From an optimization exercise on the open Yosys and OpenROAD flow, aimed at small area and a short achievable clock period; shortcuts taken in it are not production practice.
Function was not checked in any run shown here: the RTL went through the layout flow alone.
Power and IR drop assume default switching activity.

<file path="design/flow/constraint.sdc">
create_clock -name core_clock -period 10.0 [get_ports {clk}]
set_input_delay 2.0000 -clock core_clock [delete_from_list [all_inputs] [get_ports {clk}]]
set_output_delay 2.0000 -clock core_clock [all_outputs]
set_load 0.01 [all_outputs]
</file>
<file path="design/flow/standard.sh">
#!/bin/bash
# synth_recipe.tcl (not shown) runs the flow's synth.tcl, then flattens the netlist and writes it again
# the make line also repeats each setting of config.mk as NAME=value (left out here)
make -C /OpenROAD-flow-scripts/flow DESIGN_CONFIG=/design/flow/config.mk WORK_HOME=/design/flow/orfs CLKGATE_MAP_FILE= SYNTH_SCRIPT=/design/flow/synth_recipe.tcl "${@:-finish}"
</file>
<file path="design/flow/flow/run.sh">
#!/bin/bash
# Layout flow: the standard flow, with the smallest buffer on the ports,
# the pins one routing track apart, a lighter clock tree, and timing repair
# aimed at a setup slack of 5.3 ns.
# Each ORFS step writes its full log under orfs/logs/; make's own output goes
# to standard.log.
set -euo pipefail
bash standard.sh BUFFER_PORTS_ARGS="-buffer_cell sky130_fd_sc_hd__buf_1" \
  SETUP_SLACK_MARGIN=5.3 PLACE_PINS_ARGS="-min_distance 1 -min_distance_in_tracks" \
  CTS_ARGS="-sink_clustering_enable -repair_clock_nets -dont_use_dummy_load -buf_list {sky130_fd_sc_hd__clkbuf_8} -sink_clustering_size 16 -sink_clustering_max_diameter 60" \
  finish > standard.log 2>&1
</file>
<file path="design/flow/design.v">
module hbm_pair_enc (
  input  wire [73:0] x,
  output wire [6:0]  hs,
  output wire        px,
  output wire        pe           
);
  function automatic [6:0] info_pos(input integer j);
    integer p, cnt;
    begin
      info_pos = 7'd0;
      cnt = 0;
      for (p = 3; p <= 91; p = p + 1) begin
        if ((p & (p - 1)) != 0) begin
          if (cnt == j) info_pos = p[6:0];
          cnt = cnt + 1;
        end
      end
    end
  endfunction
  function automatic [73:0] col_mask(input integer b);
    integer j;
    reg [6:0] p;
    begin
      col_mask = 74'd0;
      for (j = 0; j < 74; j = j + 1) begin
        p = info_pos(j);
        col_mask[j] = (p[2:0] == b);
      end
    end
  endfunction
  function automatic [73:0] row_mask(input integer a);
    integer j;
    reg [6:0] p;
    begin
      row_mask = 74'd0;
      for (j = 0; j < 74; j = j + 1) begin
        p = info_pos(j);
        row_mask[j] = (p[6:3] == a);
      end
    end
  endfunction
  wire [7:0]  col;
  wire [10:0] row;
  genvar k;
  generate
    for (k = 0; k < 8; k = k + 1) begin : g_col
      localparam [73:0] CM = col_mask(k);
      assign col[k] = ^(x & CM);
    end
    for (k = 0; k < 11; k = k + 1) begin : g_row
      localparam [73:0] RM = row_mask(k);
      assign row[k] = ^(x & RM);
    end
  endgenerate
  assign hs[0] = col[1] ^ col[3] ^ col[5] ^ col[7];
  assign hs[1] = col[2] ^ col[3] ^ col[6] ^ col[7];
  assign hs[2] = col[4] ^ col[5] ^ col[6] ^ col[7];
  assign hs[3] = row[1] ^ row[3] ^ row[5] ^ row[7] ^ row[9];
  assign hs[4] = row[2] ^ row[3] ^ row[6] ^ row[7] ^ row[10];
  assign hs[5] = row[4] ^ row[5] ^ row[6] ^ row[7];
  assign hs[6] = row[8] ^ row[9] ^ row[10];
  assign px    = ^col;
  assign pe    = col[0] ^ col[3] ^ col[5] ^ col[6]
               ^ row[1] ^ row[2] ^ row[4] ^ row[7] ^ row[8];
endmodule
module hbm_fold_enc (
  input  wire [9:0] f,
  output wire [6:0] hs,
  output wire       px,
  output wire       pe
);
  assign hs[0] = f[1] ^ f[3] ^ f[5] ^ f[7] ^ f[9];
  assign hs[1] = f[0] ^ f[1] ^ f[4] ^ f[5] ^ f[8] ^ f[9];
  assign hs[2] = f[2] ^ f[3] ^ f[4] ^ f[5];
  assign hs[3] = f[6] ^ f[7] ^ f[8] ^ f[9];
  assign hs[4] = ^f;
  assign hs[5] = 1'b0;
  assign hs[6] = ^f;
  assign px    = ^f;
  assign pe    = f[1] ^ f[3] ^ f[4] ^ f[7] ^ f[8];
endmodule
module hbm_addr_enc (
  input  wire [32:0] l,
  output wire [6:0]  hs,
  output wire        pe
);
  function automatic [32:0] lmask(input [9:0] fm);
    integer i;
    begin
      for (i = 0; i < 33; i = i + 1) lmask[i] = fm[i % 10];
    end
  endfunction
  assign hs[0] = ^(l & lmask(10'b1010101010));
  assign hs[1] = ^(l & lmask(10'b1100110011));
  assign hs[2] = ^(l & lmask(10'b0000111100));
  assign hs[3] = ^(l & lmask(10'b1111000000));
  assign hs[4] = ^l;
  assign hs[5] = 1'b0;
  assign hs[6] = ^l;
  assign pe    = ^(l & lmask(10'b0110011010));
endmodule
module hbm_pair_dec (
  input  wire [6:0]  hs,          
  input  wire        px,          
  input  wire [6:0]  fhs,         
  input  wire        fpx,         
  input  wire [7:0]  stored,      
  input  wire [1:0]  pois,        
  input  wire [1:0]  wr,          
  output wire [6:0]  s,           
  output wire        en,          
  output wire [1:0]  cpois,       
  output wire        p,           
  output wire        unc,         
  output wire        afault       
);
  assign s = hs ^ fhs ^ stored[6:0];
  assign p = px ^ fpx ^ (^stored);
  wire zero   = (s == 7'd0);
  wire big    = s[6] & (s[5] | (s[4] & s[3] & s[2]));                     
  wire foldp  = s[6] & !s[5] & s[4] & (s[3] ? !s[2] : (s[1] | s[2]));     
  assign unc    = p ? big : !zero;
  assign afault = p & foldp;
  wire pow2  = (s[6:0] & (s[6:0] - 7'd1)) == 7'd0;
  wire data  = !pow2 && (s <= 7'd79);
  wire word1 = (s >= 7'd43);
  assign en = data && (word1 ? !wr[1] : !wr[0]);
  assign cpois[0] = pois[0] ^ (s == 7'd80);
  assign cpois[1] = pois[1] ^ (s == 7'd81);
endmodule
module hbm_line_codec (
  input  wire         clk,
  input  wire         rst,            
  input  wire         in_valid,
  input  wire         in_write,       
  input  wire [5:0]   in_mask,        
  input  wire [32:0]  in_addr,        
  input  wire [255:0] in_line,        
  input  wire [215:0] in_wdata,       
  output reg          out_valid,
  output reg  [1:0]   out_class,      
  output wire         out_status,     
  output wire [5:0]   out_word_err,   
  output wire [215:0] out_data,       
  output reg          out_wb,         
  output wire [255:0] out_line        
);
  function automatic [6:0] info_pos(input integer j);
    integer p, cnt;
    begin
      info_pos = 7'd0;
      cnt = 0;
      for (p = 3; p <= 91; p = p + 1) begin
        if ((p & (p - 1)) != 0) begin
          if (cnt == j) info_pos = p[6:0];
          cnt = cnt + 1;
        end
      end
    end
  endfunction
  wire [9:0] fold  = in_addr[9:0] ^ in_addr[19:10] ^ in_addr[29:20] ^ {7'd0, in_addr[32:30]};
  wire [9:0] fdiff = fold ^ in_line[255:246];
  wire [4:0] a1, a2;
  genvar i, j;
  generate
    for (i = 0; i < 5; i = i + 1) begin : g_fd
      assign a1[i] = fdiff[2*i] | fdiff[2*i + 1];
      assign a2[i] = fdiff[2*i] & fdiff[2*i + 1];
    end
  endgenerate
  wire b1 = a1[0] | a1[1];
  wire b2 = a2[0] | a2[1] | (a1[0] & a1[1]);
  wire c1 = a1[2] | a1[3] | a1[4];
  wire c2 = a2[2] | a2[3] | a2[4] | (a1[2] & a1[3]) | (a1[4] & (a1[2] | a1[3]));
  wire fd2 = b2 | c2 | (b1 & c1);
  wire fd1 = (b1 | c1) & !fd2;
  wire [6:0] fhs;
  wire       fpe;
  hbm_addr_enc u_aenc (.l(in_addr), .hs(fhs), .pe(fpe));
  wire       fpx = fhs[4];    
  wire       wr [0:5];
  generate
    for (i = 0; i < 6; i = i + 1) begin : g_wr
      assign wr[i] = in_write & in_mask[i];
    end
  endgenerate
  wire [6:0] syn [0:2];
  wire [2:0] en;
  wire [5:0] cpois;
  wire [2:0] pp, unc, afault;
  generate
    for (i = 0; i < 3; i = i + 1) begin : g_dec
      wire [6:0] hs;
      wire       px, pe;
      hbm_pair_enc u_enc (
        .x  ({in_line[216 + 10*i + 9 : 216 + 10*i + 8], in_line[72*i + 71 : 72*i]}),
        .hs (hs),
        .px (px),
        .pe (pe)
      );
      hbm_pair_dec u_dec (
        .hs     (hs),
        .px     (px),
        .fhs    (fhs),
        .fpx    (fpx),
        .stored (in_line[216 + 10*i + 7 : 216 + 10*i]),
        .pois   (in_line[216 + 10*i + 9 : 216 + 10*i + 8]),
        .wr     ({wr[2*i + 1], wr[2*i]}),
        .s      (syn[i]),
        .en     (en[i]),
        .cpois  (cpois[2*i + 1 : 2*i]),
        .p      (pp[i]),
        .unc    (unc[i]),
        .afault (afault[i])
      );
    end
  endgenerate
  wire any_addr   = (|afault) | fd2;
  wire any_uncorr = |unc;
  wire any_corr   = (|pp) | fd1;
  wire full_write = in_write & (&in_mask);
  wire [215:0] new_data;
  wire [7:0]   chk [0:2];
  generate
    for (i = 0; i < 6; i = i + 1) begin : g_mrg
      assign new_data[36*i +: 36] = wr[i] ? in_wdata[36*i +: 36] : in_line[36*i +: 36];
    end
    for (i = 0; i < 3; i = i + 1) begin : g_chk
      wire [6:0] hs;
      wire       px, pe;
      hbm_pair_enc u_enc (
        .x  ({2'b00, new_data[72*i + 71 : 72*i]}),
        .hs (hs),
        .px (px),
        .pe (pe)
      );
      assign chk[i] = {pe ^ fpe, hs ^ fhs};
    end
  endgenerate
  wire [7:0] lo_pre [0:2];
  generate
    for (i = 0; i < 3; i = i + 1) begin : g_lo
      for (j = 0; j < 8; j = j + 1) begin : g_b
        assign lo_pre[i][j] = en[i] & (syn[i][2:0] == j);
      end
    end
  endgenerate
  reg [215:0] r_ndata;    
  wire [215:0] r_data = ~r_ndata;
  reg [9:0]   r_fold;
  reg [7:0]   r_chk [0:2];
  reg [7:0]   r_lo [0:2];     
  reg [3:0]   r_hi [0:2];     
  reg [5:0]   r_cpois;    
  reg [5:0]   r_nwr;      
  reg         r_addr, r_unc, r_corr, r_full, r_write;
  integer w;
  always @(posedge clk) begin
    if (rst) out_valid <= 1'b0;
    else     out_valid <= in_valid;
    r_ndata   <= ~new_data;
    r_fold    <= fold;
    r_chk[0]  <= chk[0];
    r_chk[1]  <= chk[1];
    r_chk[2]  <= chk[2];
    r_lo[0]   <= lo_pre[0];
    r_lo[1]   <= lo_pre[1];
    r_lo[2]   <= lo_pre[2];
    r_hi[0]   <= syn[0][6:3] & {4{en[0]}};
    r_hi[1]   <= syn[1][6:3] & {4{en[1]}};
    r_hi[2]   <= syn[2][6:3] & {4{en[2]}};
    for (w = 0; w < 6; w = w + 1) begin
      r_cpois[w] <= !wr[w] & cpois[w];
      r_nwr[w]   <= !wr[w];
    end
    r_addr    <= any_addr;
    r_unc     <= any_uncorr;
    r_corr    <= any_corr;
    r_full    <= full_write;
    r_write   <= in_write;
  end
  wire bad  = r_addr | r_unc;
  wire nbad = !bad;
  always @* begin
    if (r_full)      out_class = 2'd0;    
    else if (r_addr) out_class = 2'd3;
    else if (r_unc)  out_class = 2'd2;
    else if (r_corr) out_class = 2'd1;
    else             out_class = 2'd0;
    out_wb = r_write | (out_class == 2'd1);
  end
  wire [5:0] pois = r_cpois | ({6{bad}} & r_nwr);
  wire [215:0] data;
  wire [7:0]   check [0:2];
  generate
    for (i = 0; i < 3; i = i + 1) begin : g_fix
      wire [7:0]  lo = r_lo[i];
      wire [15:0] hi;
      for (j = 0; j < 16; j = j + 1) begin : g_hi
        assign hi[j] = nbad & (r_hi[i] == j);
      end
      wire [2:0] slo = {lo[4] | lo[5] | lo[6] | lo[7],
                        lo[2] | lo[3] | lo[6] | lo[7],
                        lo[1] | lo[3] | lo[5] | lo[7]};
      wire [6:0] s = {r_hi[i], slo} & {7{nbad}};
      wire       e = nbad & (|lo);
      for (j = 0; j < 72; j = j + 1) begin : g_bit
        localparam [6:0] POS = info_pos(j);
        assign data[72*i + j] = r_data[72*i + j] ^ (lo[POS[2:0]] & hi[POS[6:3]]);
      end
      wire p0 = pois[2*i];
      wire p1 = pois[2*i + 1];
      wire seven = e & !(^s);
      assign check[i][6:0] = r_chk[i][6:0] ^ (s & {7{e}})
                           ^ {p0 ^ p1, 1'b0, p0 ^ p1, 3'b000, p1};
      assign check[i][7]   = r_chk[i][7] ^ seven ^ p0;
    end
  endgenerate
  assign out_line = {r_fold,
                     pois[5:4], check[2],
                     pois[3:2], check[1],
                     pois[1:0], check[0],
                     data};
  assign out_data     = data;
  assign out_word_err = pois;
  assign out_status   = out_class[1];
endmodule
</file>
<file path="design/flow/config.mk">
export PLATFORM = sky130hd
export DESIGN_NAME = hbm_line_codec
export DESIGN_NICKNAME = hbm_line_codec
export VERILOG_FILES = /design/flow/design.v
export SDC_FILE = /design/flow/constraint.sdc
export NUM_CORES = 4
export LEC_CHECK = 0
export CAP_MARGIN = 20
export CORE_AREA = 4 4 246 246
export DIE_AREA = 0 0 250 250
export SETUP_SLACK_MARGIN = 5
export SLEW_MARGIN = 20
</file>
==> flow_summary.toml, run 1 <==
[run_status]
outcome = "timing/DRC/antenna clean"

[clock_network]
numCtsBuffers = 38
clk_path_buf_depth = 3
cts.htree.levels = 2
clock_sinks = 304
cts_tree = "done"
clk_pin_slew_ns = 0.08
root_buffer = "clkbuf_8"

[drt]
wirelength_um = 94600
num_vias = 20468
viasPerCell = 4.93
drt_iter0_markers = 1538
antenna_left = 0
wl_per_cell_um = 22.8
route.detailed.drc = 0
first_pass_iters = 5

[floorplanning]
dieWidth_um = 250
die_h_um = 250
ios = 998
dieArea_mm2 = 0.0625
initial_core_util = 0.423
row_count = 88
core_area_mm2 = 0.0578

[power]
powerDensity_mw_per_mm2 = 313
leakage_nw = 10.3
netSwitchingPower_mw = 4.34
p_clk_frac = 0.087
peakVddDrop_mv = 0.272
power_mw = 9.09
p_int_mw = 4.75
sequentialPowerShare = 0.180
p_comb_frac = 0.733
p_sw_frac = 0.478

[synth]
avgSynthCellArea_um2 = 9.46
yosys.cell_types.count = 59
synth_cells = 2585
synth_compound_area_frac = 0.0184
synthAdderAreaFrac = 0.00164
ys.flop_type = "dfxtp_1"
synthArstFlopShare = 0
synthTopCellsByArea = "xnor2_1 (31%), dfxtp_1 (25%), xor2_1 (11%)"
syn-cell-area_mm2 = 0.0245
ys_seq_area_frac = 0.249
yosysWarnings = 7
yosysTopAreaCellShare = 0.311
muxShareOfSynthArea = 0.0896
synth_xor_area_frac = 0.484
synth_top_family_by_area = "XOR/XNOR gates"
synth-edff-count = 0
yosysTopAreaCell = "xnor2_1"
synthSimpleGateAreaFrac = 0.0743
syn_nets = 3100
ys_ff_latch = 304

[critical_path]
worstPathMaxFanout = 7
cp.required_ns = 10.46
end_kind = "flop"
worstSetupStartpointType = "primary input"
worstSetupPathType = "in2reg"
arrival_ns = 5.20

[sta]
drv_slew = 0
setup_viol_count_final = 0
post-route-min-period_ns = 4.75
hold_violations = 0
rsz0062_at_grt = "true"
worstMarginPinSlew_ns = 0.827
hold_slack_ns = 1.53
min_period_over_period = 0.475
tns_ns = 0
fmax_ghz = 0.211
relSlewSlack = 0.445

[finish]
finalNonFillerCells = 4152
synthToLayoutAreaGrowth_pct = 18.9
seq_area_mm2 = 0.00612
multi_input_area_mm2 = 0.0172
layout-drive-gt1-share = 0.0790
fillers = 5635
fin_nets = 3895

[place]
dp.cells = 4067
routabilityCongestion = 0.986
hpwl_um = 77400
portBuffers = 997

[global_route]
antenna_found_initial = 10
grt_max_degree = 42
grt_pass1_vias = 20075
grt_pass1_wl_um = 132000
grt_use_total = 0.281
grt_overflow = 0

[min_path]
hold_class = "in2reg"

[flow_run]
drv_cap = 0
[cells by family after synthesis]
family | Yosys count
compound gates | 65
flops | 304
fa+ha+maj | 4
mux | 219
buf+inv | 314
simple gates | 427
xor+xnor | 1252
[metal layers]
| metal | vias to the layer above | wire [um] | track usage |
|---|---|---|---|
| li1 | 9557 | - | - |
| met1 | 9486 | 39000 | 0.369 |
| met2 | 1207 | 42700 | 0.454 |
| met3 | 214 | 8560 | 0.0540 |
| met4 | 4 | 4270 | 0.116 |
| met5 | - | 27 | 0 |
[layout by cell type, fill, tap and decap left out, types with 5 or more instances in the layout]
master	count
xnor2_1	848
xor2_2	22
nor3_2	5
nor3_1	17
nor4_1	9
nor2_1	47
xnor3_2	16
nor4_4	5
inv_1	23
xor2_1	299
mux2i_1	218
nor2_4	16
xnor2_4	8
a21oi_1	16
buf_4	42
dfxtp_2	25
o21ai_0	6
xnor3_1	36
diode_2	9
nand3_1	8
buf_1	990
a21oi_2	8
nor3_4	7
nand2_1	258
nand2b_1	8
nand2_2	7
nor2b_1	6
clkbuf_8	38
dfxtp_1	278
xnor2_2	18
[synthesized netlist by cell type, types with 4 or more instances]
cell      count
nand2_1     265
o21ai_1       4
nor4_1       17
nand2b_1     11
nor3b_1       5
nor2_1       65
xnor3_1      50
maj3_1        4
a21oi_1      25
nand3_1      10
o21ai_0       7
nor3_1       29
nor2b_1       6
buf_1        19
xnor2_2       4
mux2i_1     219
xnor3_2       4
dfxtp_1     304
buf_4       229
clkbuf_1     40
inv_1        23
xnor2_1     868
xor2_1      320
[timing repair]
item                       4_1_cts  5_1_grt
hold buffers                     0        0
resized for setup               94       85
cloned                           2        0
pin swaps                       16       21
setup buffers                   14       22
setup endpoints to repair      483      252
[cell type report]
cell class,instances,share of cell area
Tap cell,765,0.0329
Clock buffer,38,0.0180
Multi-Input combinational cell,1969,0.593
Timing Repair Buffer,1043,0.142
Antenna cell,9,0.000774
Sequential cell,304,0.210
Inverter,24,0.00310
[power by group through the flow]
stage          clock network [mW]  registers, mW  logic (mW)
5_1_grt                     0.863           1.65        7.14
3_5_place_dp                    0           1.63        6.04
4_1_cts                     0.821           1.62        6.19
6_report                    0.795           1.63        6.66
2_1_floorplan                   0           1.54        4.80
3_3_place_gp                    0           1.62        6.04
[worst paths after layout]
kind | from | to | slack [ns] | depth (start not counted)
setup / recovery | in_addr[5] | r_lo[1][1]$_DFF_P_ | 5.25 | 11
hold / removal | rst | out_valid$_SDFF_PP0_ | 1.53 | 2
[worst max-delay path, stage by stage]
cell      delay, ns
buf_1          0.08
xnor3_2        0.52
xnor2_4        0.29
xnor2_4        0.18
xnor3_4        0.66
xnor2_4        0.22
xnor2_4        0.19
or4_1          0.41
o211a_1        0.26
o221ai_4       0.31
nor4_2         0.06
[metrics by stage]
| step | util | cell area [um2] | setup slack [ns] |
|---|---|---|---|
| 5_1_grt | 0.503 | 29100 | 5.16 |
| 4_1_cts | 0.493 | 28500 | 5.21 |
| 3_3_place_gp | 0.475 | 27400 | 4.13 |
| 6_report | 0.503 | 29100 | 5.25 |
| 2_1_floorplan | - | 24600 | 5.16 |
| 3_5_place_dp | 0.475 | 27400 | 4.03 |
[state kept, by name, indices dropped and copies added, names as in the netlist]
signal,cells
r_nwr,6
r_fold,10
r_addr,1
r_full,1
r_unc,1
r_write,1
r_lo,24
r_cpois,6
r_corr,1
r_chk,24
r_ndata,216
r_hi,12
out_valid,1
==> run 2: changes to the inputs <==
--- a/design/flow/design.v
+++ b/design/flow/design.v
@@ -70,34 +70,19 @@
   output wire       pe
 );
+  wire t01 = f[0] ^ f[1];
+  wire t23 = f[2] ^ f[3];
+  wire t45 = f[4] ^ f[5];
+  wire t67 = f[6] ^ f[7];
+  wire t89 = f[8] ^ f[9];
   assign hs[0] = f[1] ^ f[3] ^ f[5] ^ f[7] ^ f[9];
-  assign hs[1] = f[0] ^ f[1] ^ f[4] ^ f[5] ^ f[8] ^ f[9];
-  assign hs[2] = f[2] ^ f[3] ^ f[4] ^ f[5];
-  assign hs[3] = f[6] ^ f[7] ^ f[8] ^ f[9];
-  assign hs[4] = ^f;
+  assign hs[1] = t01 ^ t45 ^ t89;
+  assign hs[2] = t23 ^ t45;
+  assign hs[3] = t67 ^ t89;
+  assign hs[4] = t01 ^ hs[2] ^ hs[3];
   assign hs[5] = 1'b0;
-  assign hs[6] = ^f;
-  assign px    = ^f;
+  assign hs[6] = hs[4];
+  assign px    = hs[4];
   assign pe    = f[1] ^ f[3] ^ f[4] ^ f[7] ^ f[8];
 endmodule
-module hbm_addr_enc (
-  input  wire [32:0] l,
-  output wire [6:0]  hs,
-  output wire        pe
-);
-  function automatic [32:0] lmask(input [9:0] fm);
-    integer i;
-    begin
-      for (i = 0; i < 33; i = i + 1) lmask[i] = fm[i % 10];
-    end
-  endfunction
-  assign hs[0] = ^(l & lmask(10'b1010101010));
-  assign hs[1] = ^(l & lmask(10'b1100110011));
-  assign hs[2] = ^(l & lmask(10'b0000111100));
-  assign hs[3] = ^(l & lmask(10'b1111000000));
-  assign hs[4] = ^l;
-  assign hs[5] = 1'b0;
-  assign hs[6] = ^l;
-  assign pe    = ^(l & lmask(10'b0110011010));
-endmodule
 module hbm_pair_dec (
   input  wire [6:0]  hs,          
@@ -176,7 +161,6 @@
   wire fd1 = (b1 | c1) & !fd2;
   wire [6:0] fhs;
-  wire       fpe;
-  hbm_addr_enc u_aenc (.l(in_addr), .hs(fhs), .pe(fpe));
-  wire       fpx = fhs[4];    
+  wire       fpx, fpe;
+  hbm_fold_enc u_fenc (.f(fold), .hs(fhs), .px(fpx), .pe(fpe));
   wire       wr [0:5];
   generate
@@ -238,18 +222,10 @@
     end
   endgenerate
-  wire [7:0] lo_pre [0:2];
-  generate
-    for (i = 0; i < 3; i = i + 1) begin : g_lo
-      for (j = 0; j < 8; j = j + 1) begin : g_b
-        assign lo_pre[i][j] = en[i] & (syn[i][2:0] == j);
-      end
-    end
-  endgenerate
   reg [215:0] r_ndata;    
   wire [215:0] r_data = ~r_ndata;
   reg [9:0]   r_fold;
   reg [7:0]   r_chk [0:2];
-  reg [7:0]   r_lo [0:2];     
-  reg [3:0]   r_hi [0:2];     
+  reg [6:0]   r_syn [0:2];
+  reg [2:0]   r_en;
   reg [5:0]   r_cpois;    
   reg [5:0]   r_nwr;      
@@ -264,10 +240,8 @@
     r_chk[1]  <= chk[1];
     r_chk[2]  <= chk[2];
-    r_lo[0]   <= lo_pre[0];
-    r_lo[1]   <= lo_pre[1];
-    r_lo[2]   <= lo_pre[2];
-    r_hi[0]   <= syn[0][6:3] & {4{en[0]}};
-    r_hi[1]   <= syn[1][6:3] & {4{en[1]}};
-    r_hi[2]   <= syn[2][6:3] & {4{en[2]}};
+    r_syn[0]  <= syn[0];
+    r_syn[1]  <= syn[1];
+    r_syn[2]  <= syn[2];
+    r_en      <= en;
     for (w = 0; w < 6; w = w + 1) begin
       r_cpois[w] <= !wr[w] & cpois[w];
@@ -280,6 +254,5 @@
     r_write   <= in_write;
   end
-  wire bad  = r_addr | r_unc;
-  wire nbad = !bad;
+  wire bad = r_addr | r_unc;
   always @* begin
     if (r_full)      out_class = 2'd0;    
@@ -295,14 +268,14 @@
   generate
     for (i = 0; i < 3; i = i + 1) begin : g_fix
-      wire [7:0]  lo = r_lo[i];
+      wire [6:0] s = r_syn[i];
+      wire       e = r_en[i] & !bad;
+      wire [7:0]  lo;
       wire [15:0] hi;
+      for (j = 0; j < 8; j = j + 1) begin : g_lo
+        assign lo[j] = e & (s[2:0] == j);
+      end
       for (j = 0; j < 16; j = j + 1) begin : g_hi
-        assign hi[j] = nbad & (r_hi[i] == j);
+        assign hi[j] = (s[6:3] == j);
       end
-      wire [2:0] slo = {lo[4] | lo[5] | lo[6] | lo[7],
-                        lo[2] | lo[3] | lo[6] | lo[7],
-                        lo[1] | lo[3] | lo[5] | lo[7]};
-      wire [6:0] s = {r_hi[i], slo} & {7{nbad}};
-      wire       e = nbad & (|lo);
       for (j = 0; j < 72; j = j + 1) begin : g_bit
         localparam [6:0] POS = info_pos(j);
==> flow_summary.toml, run 2 <==
[synth]
ys_seq_area_frac = 0.244
muxShareOfSynthArea = 0.0914
synth_top_family_by_area = "XOR/XNOR gates"
ys_ff_latch = 292
synth_xor_area_frac = 0.488
synth_compound_area_frac = 0.0154
synth_most_common_cell = "xnor2_1"
synth_cells = 2516
ys.flop_type = "dfxtp_1"
syn_nets = 3043
synthAdderAreaFrac = 0.00887
yosysWarnings = 5
synthSimpleGateAreaFrac = 0.0683
synthTopCellsByArea = "xnor2_1 (31%), dfxtp_1 (24%), xor2_1 (12%)"
synthArstFlopShare = 0
synth-edff-count = 0
avgSynthCellArea_um2 = 9.53
synth_top_cells_by_count = "xnor2_1 (859), xor2_1 (319), dfxtp_1 (292), nand2_1 (257), buf_4 (229)"
yosysTopAreaCell = "xnor2_1"
syn-cell-area_mm2 = 0.0240
yosys.cell_types.count = 53
yosysTopAreaCellShare = 0.314

[power]
leakage_nw = 10.5
power_mw = 7.91
powerDensity_mw_per_mm2 = 280
peakVddDrop_mv = 0.190

[clock_network]
clk_pin_slew_ns = 0.10
cts_tree = "done"
cts.htree.levels = 2
numCtsBuffers = 37
clk_path_buf_depth = 3
root_buffer = "clkbuf_8"
clock_sinks = 292
hold_buffers = 0

[sta]
worst_slack_ns = 5.34
drv_slew = 0
worstMarginPinSlew_ns = 0.949
fmax_ghz = 0.215
hold_violations = 0
tns_ns = 0
setup_viol_count_final = 0
rsz0062_at_grt = "true"
relSlewSlack = 0.362
hold_slack_ns = 1.56
min_period_over_period = 0.466
post-route-min-period_ns = 4.66

[place]
routabilityCongestion = 0.973
pre_cts_slack_ns = 4.44
hpwl_um = 79800
portBuffers = 997
dp.cells = 4003
place_area_mm2 = 0.0269

[finish]
fin_nets = 3831
utilization = 0.490
fillers = 5673
final_cell_mix = "buf_1 (992), xnor2_1 (849), dfxtp_1 (291)"
layout-drive-gt1-share = 0.0642
regMostFlops = "r_ndata"
largest_reg_flops = 216
finalNonFillerCells = 4090
synthToLayoutAreaGrowth_pct = 18.0
design_area_mm2 = 0.0283
layout_commonest_cell = "buf_1"
reg_top3 = "r_ndata (216), r_chk (24), r_syn (21)"

[drt]
wirelength_um = 95100
antenna_left = 0
first_pass_iters = 7
wl_per_cell_um = 23.3
route.detailed.drc = 0
drt_iter0_markers = 1588
viasPerCell = 4.90
num_vias = 20058

[critical_path]
cp.buffers_inverters = 1
cp.required_ns = 8.00
cpPeakStageDelay_ns = 0.58
worstSetupPathType = "reg2out"
arrival_ns = 2.66
critPathTopFamily = "simple AND/OR/NAND/NOR gates"
path_cells = "nand2b_1, nor2_2, nand2_1, xor2_1, buf_1"
worstSetupStartpointType = "flop"
cpMaxStageDelayCell = "dfxtp_1"
worstPathMaxFanout = 8
end_kind = "primary output"

[flow_run]
drv_cap = 0

[floorplanning]
dieWidth_um = 250
initial_core_util = 0.415
ios = 998
core_area_mm2 = 0.0578
dieArea_mm2 = 0.0625
row_count = 88
die_h_um = 250

[global_route]
antenna_found_initial = 21
grt_overflow = 0
grt_pass1_vias = 19779
grt_use_total = 0.285
grt_max_degree = 40
grt_pass1_wl_um = 132000

[run_status]
outcome = "timing/DRC/antenna clean"

[min_path]
hold_class = "in2reg"
[run 2: routing by layer]
metal / vias up / part of all wire / GRT usage
li1: 9270 / - / -
met1: 9311 / 0.40 / 0.365
met2: 1228 / 0.46 / 0.460
met3: 247 / 0.087 / 0.0570
met4: 2 / 0.052 / 0.139
met5: - / 0.00060 / 0.00695
[run 2: final cells by class]
class	count	area, um2	area share
diodes	23	57.6	0.00203
clock buffers	37	509	0.0180
inverters	24	90.1	0.00318
multi-input cells	1918	16800	0.593
flip-flops and latches	292	5850	0.207
well taps	765	957	0.0338
repair buffers	1031	4050	0.143
[run 2: worst paths after layout]
kind | depth (start not counted) | endpoint | start
setup / recovery | 5 | out_line[212] | r_syn[2][3]$_DFF_P_
hold / removal | 2 | out_valid$_SDFF_PP0_ | rst
[run 2: report_power, final]
part           leakage, nW  internal [mW]  switching (mW)  total [mW]
Clock                0.266          0.329           0.446       0.775
Sequential            2.46           1.43           0.180        1.60
Combinational         7.72           2.54            2.99        5.53
[run 2: timing repair]
action,4_1_cts,5_1_grt
pin swaps,7,12
resized for setup,69,57
gates cloned,2,2
setup endpoints to repair,444,285
buffers inserted,16,7
[run 2: cells by family after synthesis]
family	after synthesis
AOI/OAI and AO/OA	60
xor gates and xnor gates	1240
adders and majority gates	18
buffers and inverters	310
DFF	292
muxes	219
and+or+nand+nor	377

-- separate check: timing with driven ports --
In the flow no input, the clock included, has a driving cell. The finished layouts below were timed again as built, in two steps.
Step 1 assumes that a clkbuf_16 drives the clock port and a buf_2 every other input.
Step 2 adds t to the input delays and takes it off the output delays; t is the mean of the earliest and latest rising clock arrival at the registers after step 1. Input paths then give back, and output paths get back, about the clock's delay inside the block.
a / b / c = ideal / step 1 / step 2; a / b = the first two.
run	t, ns	slack for setup (ns)	worst hold slack (ns)	worst setup path at the end
run 1	0.649	5.252 / 5.269 / 4.620	1.530 / 1.505 / 2.155	input to register
run 2	0.651	5.339 / 5.284 / 4.739	1.564 / 1.532 / 2.183	input to register
After both steps every run listed still meets setup and hold. For run 1, which loses most, drivers alone change the setup slack by +0.017 ns; drivers and shift together by -0.632 ns.
